What follows belongs to an exercise in optimizing a design on an open flow for small area and a short achievable clock period; a production flow would make more cautious choices.
No driver is modelled on the clock port, so clock power and skew are understated where the tree is cut down; a real chip needs a root buffer or a tree.

==> run Z: inputs <==
## cmd_check
module cmd_check (
    input  wire        clk,
    input  wire        rst,           
    input  wire        in_valid,
    input  wire [31:0] in_data,       
    input  wire        in_last,       
    input  wire [2:0]  in_nbytes,     
    input  wire        queue_full,    
    input  wire [3:0]  mode,          
    output reg         res_valid,
    output reg         res_proto,     
    output wire [7:0]  res_status,
    output wire [15:0] res_opcode,
    output wire [15:0] res_tag,
    output wire        res_prio
);
    localparam [7:0] ST_OK             = 8'h00;
    localparam [7:0] ST_BAD_OPCODE     = 8'h10;
    localparam [7:0] ST_BAD_LENGTH     = 8'h11;
    localparam [7:0] ST_LENGTH_EXCEEDS = 8'h12;
    localparam [7:0] ST_BAD_CRC        = 8'h13;
    localparam [7:0] ST_OUT_OF_RANGE   = 8'h15;
    localparam [7:0] ST_WRONG_MODE     = 8'h20;
    localparam [7:0] ST_QUEUE_FULL     = 8'h31;
    function op_known(input [15:0] op);
  ...
Settings: LEC_CHECK=0, CAP_MARGIN=20, CORE_MARGIN=2, CORE_UTILIZATION=60, SLEW_MARGIN=20; clock period 12.0 ns.
standard.sh (not shown) runs the stock make flow with config.mk's settings and CLKGATE_MAP_FILE= SYNTH_SCRIPT=/design/flow/synth_recipe.tcl, a recipe that flattens the netlist after the stock synthesis.
==> flow/flow/run.sh <==
#!/bin/bash
# Own layout flow: the standard layout (standard.sh), with
# - the clock tree rebuilt after clock tree synthesis as one level of
#   clkbuf_16 buffers, each driving a group of nearby flip-flops, all four
#   driven from the clock port (flow/clock_tree.tcl, run as ORFS's
#   POST_CTS_TCL hook);
# - ORFS's timing repair after global routing (and after clock tree
#   synthesis) aiming for setup slack well above zero, so that the achieved
#   period comes out short; repair may resize a cell to any footprint;
# - the ports buffered with buf_2 cells.
# The SDC, clock period and every other setting are the standard flow's.
set -euo pipefail
here=$(pwd)
margin=$(cat "$here/flow/setup_margin.txt")
export POST_CTS_TCL="$here/flow/post_cts.tcl"
bash standard.sh "SETUP_SLACK_MARGIN=$margin" "MATCH_CELL_FOOTPRINT=0" \
    "BUFFER_PORTS_ARGS=-buffer_cell sky130_fd_sc_hd__buf_2" \
    "POST_CTS_TCL=$here/flow/post_cts.tcl" finish \
    > "$here/standard_sh.log" 2>&1
==> flow/flow/setup_margin.txt <==
8.7
Other scripts of this flow, unchanged in this note and not shown: flow/flow/clock_tree.tcl, flow/flow/post_cts.tcl
==> run G (differences from run Z) <==
--- a/flow/design.v
+++ b/flow/design.v
@@ -59,26 +59,26 @@
     localparam [2:0] S_H0 = 3'd0, S_H1 = 3'd1, S_H2 = 3'd2,
                      S_FULL = 3'd4, S_PART = 3'd5, S_DONE = 3'd6;
     reg  [2:0]  nxt;           
     reg  [2:0]  cur;           
     reg         xh;            
     reg         v;             
     reg         l1, q1;        
-    reg  [3:0]  m1;            
+    reg         mok1;          
     reg         nbok1;         
     reg         fin1;          
     reg  [31:0] x;
     reg  [10:0] cnt;           
     reg  [1:0]  r;             
     reg  [15:0] op_r, tag_r;   
     reg         prio_r;
     reg         over_r;        
     reg         p1;            
-    reg         hz1;           
-    reg         vrf_r;         
+    reg         vf_r;          
+    reg         rz_r;          
     reg         lenok_r;       
     reg         hok_r;         
     reg         cok_r;         
     reg  [4:0]  stat_r;        
     wire take  = in_valid & ~rst;
     wire dec   = v & (cur == S_FULL);
     wire cnt0  = dec ? (cnt == 11'd1) : (cnt == 11'd0);
@@ -456,71 +456,69 @@
     wire [3:1]  lanes = {!n_part, !n_part | (r == 2'd3), !n_part | r[1]};
     wire [31:0] x_n   = base ^ (in_data & {{8{lanes[3]}}, {8{lanes[2]}},
                                            {8{lanes[1]}}, 8'hFF});
     always @(posedge clk) begin
         v     <= take;
         l1    <= in_last;
         q1    <= queue_full;
-        m1    <= mode;
+        mok1  <= mode_ok(op_r, mode);
         nbok1 <= in_nbytes[2] | (n_part && (in_nbytes[1:0] >= r));
         if (rst)
             nxt <= S_H0;
         else if (take)
             nxt <= nxt_n;
         cur  <= nxt;
         fin1 <= n_part | ((nxt == S_FULL) & cnt0 & (r == 2'd0));
         p1   <= in_data[0];
         if (in_valid) begin
             x  <= x_n;
             xh <= n_hdr;
         end
-        hz1  <= (nxt == S_H1) ? (in_data[15:8] == 8'h01) && (in_data[7:1] == 7'h00) :
-                                (in_data[15:0] == 16'h0000);
+        if (in_valid & (nxt == S_H1))
+            vf_r <= (in_data[15:8] == 8'h01) && (in_data[7:1] == 7'h00);
+        if (in_valid & (nxt == S_H2))
+            rz_r <= (in_data[15:0] == 16'h0000);
     end
     wire h0   = (cur == S_H0);
     wire h1   = (cur == S_H1);
     wire h2   = (cur == S_H2);
     wire pay  = cur[2];
     wire done = (cur == S_DONE);
     wire hok_now = (c16_y == {x[31:24], x[23:16]});
     wire cok_now = (r == 2'd0) ? (x == 32'hFFFFFFFF) :
                    (r == 2'd1) ? (x == 32'h00BE26ED) :
                    (r == 2'd2) ? (x == 32'hBE26ED00) : (x == 32'h2DFD1072);
     wire hdr_cpl = pay | (h2 & nbok1);
     wire hok     = h2 ? hok_now : hok_r;
-    wire vrf     = h2 ? (vrf_r & hz1) : vrf_r;
     wire len6    = done | (fin1 & nbok1);
     wire cok     = done ? cok_r : cok_now;
     wire good    = hdr_cpl & hok;
     reg [7:0] status;
     always @(*) begin
         if (!hok)                       status = ST_BAD_CRC;
         else if (over_r)                status = ST_LENGTH_EXCEEDS;
         else if (q1)                    status = ST_QUEUE_FULL;
-        else if (!vrf)                  status = ST_OUT_OF_RANGE;
+        else if (!(vf_r & rz_r))        status = ST_OUT_OF_RANGE;
         else if (!pay || !len6)         status = ST_BAD_LENGTH;
         else if (!cok)                  status = ST_BAD_CRC;
         else if (!op_known(op_r))       status = ST_BAD_OPCODE;
         else if (!lenok_r)              status = ST_BAD_LENGTH;
-        else if (!mode_ok(op_r, m1))    status = ST_WRONG_MODE;
+        else if (!mok1)                 status = ST_WRONG_MODE;
         else                            status = ST_OK;
     end
     always @(posedge clk) begin
         if (v & h1) begin
-            vrf_r   <= hz1;
             cnt     <= x[28:18];
             r       <= x[17:16];
             over_r  <= (x[31:16] > 16'd4096);
             lenok_r <= len_ok(op_r, x[28:16]);
         end else if (dec)
             cnt <= cnt - 11'd1;
-        if (v & h2) begin
-            vrf_r <= vrf;
+        if (v & h2)
             hok_r <= hok_now;
-        end
         if (v & fin1)
             cok_r <= cok_now;
         if (v & l1 & !good) begin
             op_r   <= 16'h0000;
             tag_r  <= 16'h0000;
             prio_r <= 1'b0;
         end else begin
==> flow/flow/setup_margin.txt (replaced) <==
8.9
Settings changed: CORE_UTILIZATION 60 to 40.
==> notes.md <==
	run Z	run G
Total placed instance area	10,400 sq um	9790 sq um
Status	no timing/DRC/antenna violations	no timing/DRC/antenna violations
R2R Setup Slk	8.80 ns	8.97 ns
Seq/Total Area, Yosys	26.8%	28.3%
Layout Area Growth over Synthesis	11.5%	24.1%
Unrepaired setup endpoints after global routing	no	yes
Met3 demand-to-capacity share in global routing	3.83%	3.71%
Clock edge transition at the registers on the reported setup and hold paths	0.11 ns	0.09 ns
Number of cells on the worst reg-to-reg path	9	8
Total non-filler cell area in the finished layout	11,100 sq um	11,500 sq um
Total routed wire length on the met1 layer	12,200 microns	12,900 microns
Layout sequential cell count	108	105
Number of global-route vias before repair	7,701	7,614
Inst Count DP	1,276	1,339
No run of this note included a check of the RTL's function; only the layout flow was run.

re-timing with driven ports:
Ports are ideal in the flow. The routed layouts listed here were re-timed in OpenROAD.
Step 1, drivers: a clkbuf_16 drives clk and a buf_2 each remaining input, both assumed.
Step 2 adds t to the input delays and takes it off the output delays; t is the mean of the earliest and latest rising clock arrival at the registers after step 1. Input paths then give back, and output paths get back, about the clock's delay inside the block.
Three values: ideal, step 1, step 2; two values: the first two.
run | shift t [ns] | slack for setup (ns) | worst setup path after step 2
run Z | 0.270 | 8.773 / 8.720 / 8.579 | input to register
run G | 0.267 | 8.750 / 8.828 / 8.561 | input to register
After both steps every run listed still meets setup and hold. The setup slack of run Z, which loses most, moves by -0.053 ns with the drivers and by -0.194 ns with both steps.
